What follows belongs to an exercise in optimizing a design on an open flow for small area and a short achievable clock period; a production flow would make more cautious choices.
Only simulation tests tie the RTL to the original design; equivalence was not proved.
Power is estimated from default activity; no workload was simulated.

// trail_core
module trail_core (
    input  wire        clk,
    input  wire        rst,
    input  wire [7:0]  cfg_filt_n,
    input  wire [1:0]  cfg_decode,    
    input  wire        cfg_invert,
    input  wire [4:0]  cfg_pint,      
    input  wire [23:0] cfg_still,     
    input  wire        enc_a,
    input  wire        enc_b,
    input  wire        preset,        
    input  wire [55:0] preset_val,
    output wire [63:0] pos,
    output wire [31:0] spd,
    output wire [1:0]  spd_state,     
    output wire        speed_valid,
    output wire        dir,           
    output wire        illegal,       
    output wire [15:0] illegal_cnt
);
Size: ~220 I/O pins, about 81000 um^2 of cells after synthesis.
clock: 220.0 ns
lec_check: 0
cap_margin: 20
core_margin: 2
core_utilization: 40
slew_margin: 20
run.sh (not shown) runs the stock make flow with config.mk's settings and CLKGATE_MAP_FILE= SYNTH_SCRIPT=/design/flow/synth_recipe.tcl, a recipe that flattens the netlist after the stock synthesis.
The starting point finished clean.
Edit:
Settings changed: CORE_UTILIZATION 40 to 70.
=>
- The changed run went through all stages and came out clean
- combinational power grows by about 1%
- setup slack gets better by 0.049 ns
- utilization grows by 33 points
- fmax hardly moves
Edit:
Settings changed: ABC_AREA from default to 1, CTS_CLUSTER_DIAMETER from default to 120, CTS_CLUSTER_SIZE from default to 25, GPL_TIMING_DRIVEN from default to 0.
Outcome:
- clock skew is about the same
- worst hold slack gets better by 0.025 ns
- routed wire length came out higher by 7.9%
- fmax came out higher by 1.7%
- total power came out lower by 12%
- global-route usage came out higher by 2.8 points
- non-clock buffer count came out higher by 247
- design area came out lower by 2.2%
- cell count came out higher by 13%

== the baseline ==
trail_core, a different RTL version from the one above (not shown whole).
Size: roughly 8,300 cells after synthesis, about 1,100 flip-flops, roughly 220 I/O pins, roughly 82,000 sq um of cells after synthesis.
export LEC_CHECK = 0
export CAP_MARGIN = 20
export CORE_MARGIN = 2
export CORE_UTILIZATION = 40
export SLEW_MARGIN = 20
create_clock -name core_clock -period 220.0 [get_ports {clk}]
The baseline ended with every stage complete and zero timing, DRC or antenna violations.
Relative to the baseline, the following input files were edited for the candidate:
Settings: setting CTS_BUF_LIST to sky130_fd_sc_hd__clkbuf_8 for the first time.
### Flow results
Compared to the baseline, the router laid down more metal wire for the candidate.
On total routing usage reported by global routing, the candidate tracks the baseline almost exactly.
There was hardly any difference in area of all placed cells without fillers between the baseline and the candidate.
Measured slew at the worst slew-check pin ends up higher on the candidate.
The candidate completed; timing, DRC and antenna clean

trail_core, a different RTL version from the one above (not shown whole).
Size: ~1,100 flip-flops, ~220 I/O pins.
export LEC_CHECK = 0
export ABC_AREA = 1
export CAP_MARGIN = 30
export CORE_MARGIN = 2
export CORE_UTILIZATION = 70
export CTS_CLUSTER_DIAMETER = 120
export CTS_CLUSTER_SIZE = 25
export SLEW_MARGIN = 50
create_clock -name core_clock -period 220.0 [get_ports {clk}]
Change:
- CAP_MARGIN: 30 -> 50
- SLEW_MARGIN: 50 -> 70
What happened: Count of clock-buffer cells in the layout does not change; clock skew is about the same; routed wire length grows slightly; setup slack gains 0.80 ns; via count grows slightly; sequential power is about the same; combinational power grows slightly.
Change:
- CAP_MARGIN: 50 -> 20
- SLEW_MARGIN: 70 -> 20
=>
- die area stays the same
- synthesized area stays the same
- power goes down by 0.61%
- global-route usage is about the same
- synthesized cell count stays the same
Change:
- CAP_MARGIN: 20 -> 40
- SLEW_MARGIN: 20 -> 60
Clock-buffer cell count increases by 3.
Final cell count hardly moves.
Wire length barely changes.
Area after synthesis does not change.
Clock skew barely changes.
Setup slack improved by 1.0 ns.
Design area grows slightly.

## build 70
RTL: one of the versions met above, not the one the previous note started from.
Size in the first run: roughly 9200 cells after synthesis, about 220 I/O pins, about 0.081 mm^2 of cells after synthesis.
Settings: LEC_CHECK=0, ABC_AREA=1, CAP_MARGIN=20, CORE_MARGIN=2, CORE_UTILIZATION=75, CTS_CLUSTER_DIAMETER=120, CTS_CLUSTER_SIZE=25, SLEW_MARGIN=20; clock period 220.0 ns.
Edits applied to the flow inputs when going from build 70 to build 7:
diff --git a/flow/config.mk b/flow/config.mk
--- a/flow/config.mk
+++ b/flow/config.mk
@@ -10,5 +10,3 @@
 export CORE_MARGIN = 2
-export CORE_UTILIZATION = 75
-export CTS_CLUSTER_DIAMETER = 120
-export CTS_CLUSTER_SIZE = 25
+export CORE_UTILIZATION = 70
 export SLEW_MARGIN = 20
- [compare] base=build 70 new=build 7: final non-filler cell area +2.6%, row count higher.
- Build 7 ended up with a higher wire length than build 70 did.
- Going from build 70 to build 7, die area rose by about 7%; share of cells above drive strength 1 rose by 1.1 points; switching power summed over all nets rose by 12 uW; synthesized area stayed essentially flat; first-iteration DRC count fell by 402.
- Compared with build 70, in build 7 fmax +1.3%; vertical die dimension grew by about 3.5%.
- Build 7 — post-route fraction of the period consumed by the critical path 0.28 points lower, build 70 as reference
The following lists how build 49 was set up differently from build 7:
diff --git a/flow/config.mk b/flow/config.mk
--- a/flow/config.mk
+++ b/flow/config.mk
@@ -11,2 +11,4 @@
 export CORE_UTILIZATION = 70
+export CTS_CLUSTER_DIAMETER = 120
+export CTS_CLUSTER_SIZE = 25
 export SLEW_MARGIN = 20
Notes after the runs:
Build 49 vs build 7, global-route usage over all layers went down by 0.65 points.
Build 49 -> build 7: count of inverters not on the clock network in the layout delta 0, exact match
Comparing build 49 and build 7, the higher area of all placed cells without fillers is on build 7.
Summary of build 49 over build 7: total buffers and inverters traversed by the critical path up 1, average cell area after synthesis flat, number of sinks driven by the clock tree flat.
Est. power | build 49 vs build 7 | build 49 lower
Build 7 -> build 49: hold violation count in the final report delta 0, exact match

main:
Another version of the RTL of trail_core (not shown whole).
Size in the first run: roughly 9100 cells after synthesis, roughly 1100 flip-flops, roughly 220 I/O pins, roughly 80000 um^2 of cells after synthesis.
Settings: LEC_CHECK=0, ABC_AREA=1, CAP_MARGIN=50, CORE_MARGIN=2, CORE_UTILIZATION=70, CTS_CLUSTER_DIAMETER=120, CTS_CLUSTER_SIZE=25, SLEW_MARGIN=70; clock period 220.0 ns.
main: no failed stages, no open violations at the end
Inputs modified between main and the feature branch:
- swapping 50 for 20 in CAP_MARGIN
- swapping 70 for 20 in SLEW_MARGIN
Notes after the runs:
Summary: with main as the reference, total power in the feature branch moved down slightly. Fraction of power consumed by combinational cells down 0.4 points in the feature branch wrt main. Multi-input logic portion of the cell area (higher): the feature branch. Going from main to the feature branch, combinational power saw a decrease; transition time of the tightest slew-check pin increased 0.64 ns; final cell area excluding filler cells shrank by about 1.2%. On final-stage net count, the feature branch tracks main almost exactly.

[static timing again, ports no longer ideal]
The flow's constraints put no driver on any port. The routed layouts listed below were extracted and timed again, unchanged, in two steps.
Step 1 sets driving cells, clkbuf_16 on the clock port and buf_2 on the other inputs (assumed; they add their load-dependent delay and slew).
Step 2 also shifts input and output timing later by t, the mid clock arrival at the registers, as if the neighbouring blocks saw the same clock.
Three values: ideal ports, drivers, drivers and shift; two values: the first two.
run | shift t [ns] | setup WS [ns] | worst setup path after step 2 | worst data-port slew with drivers (ns)
the first run of note 1 | 0.825 | 172.111 / 172.122 / 171.297 | input to register | 0.20
the second run of note 1 | 0.787 | 172.160 / 172.209 / 171.421 | input to register | 0.10
the third run of note 1 | 0.772 | 172.966 / 172.979 / 172.208 | input to register | 0.10
the baseline | 0.854 | 172.683 / 172.683 / 171.899 | input to register | 0.09
the candidate | 1.039 | 172.675 / 172.675 / 171.904 | input to register | 0.09
the first run of note 3 | 0.774 | 172.132 / 172.182 / 171.409 | input to register | 0.09
the second run of note 3 | 0.792 | 172.928 / 172.979 / 172.187 | input to register | 0.09
the third run of note 3 | 0.792 | 171.823 / 171.871 / 171.079 | input to register | 0.08
the fourth run of note 3 | 0.781 | 172.839 / 172.889 / 172.108 | input to register | 0.08
build 70 | 0.771 | 171.615 / 171.615 / 170.844 | input to register | 0.10
build 7 | 0.802 | 172.224 / 172.235 / 171.433 | input to register | 0.11
build 49 | 0.769 | 172.279 / 172.297 / 171.528 | input to register | 0.10
main | 0.781 | 172.824 / 172.862 / 172.081 | input to register | 0.09
the feature branch | 0.778 | 171.370 / 171.414 / 170.636 | input to register | 0.09
After both steps setup and hold are still met in every run listed. For the first run of note 1, which loses most, drivers alone change the setup slack by +0.011 ns; drivers and shift together by -0.814 ns.
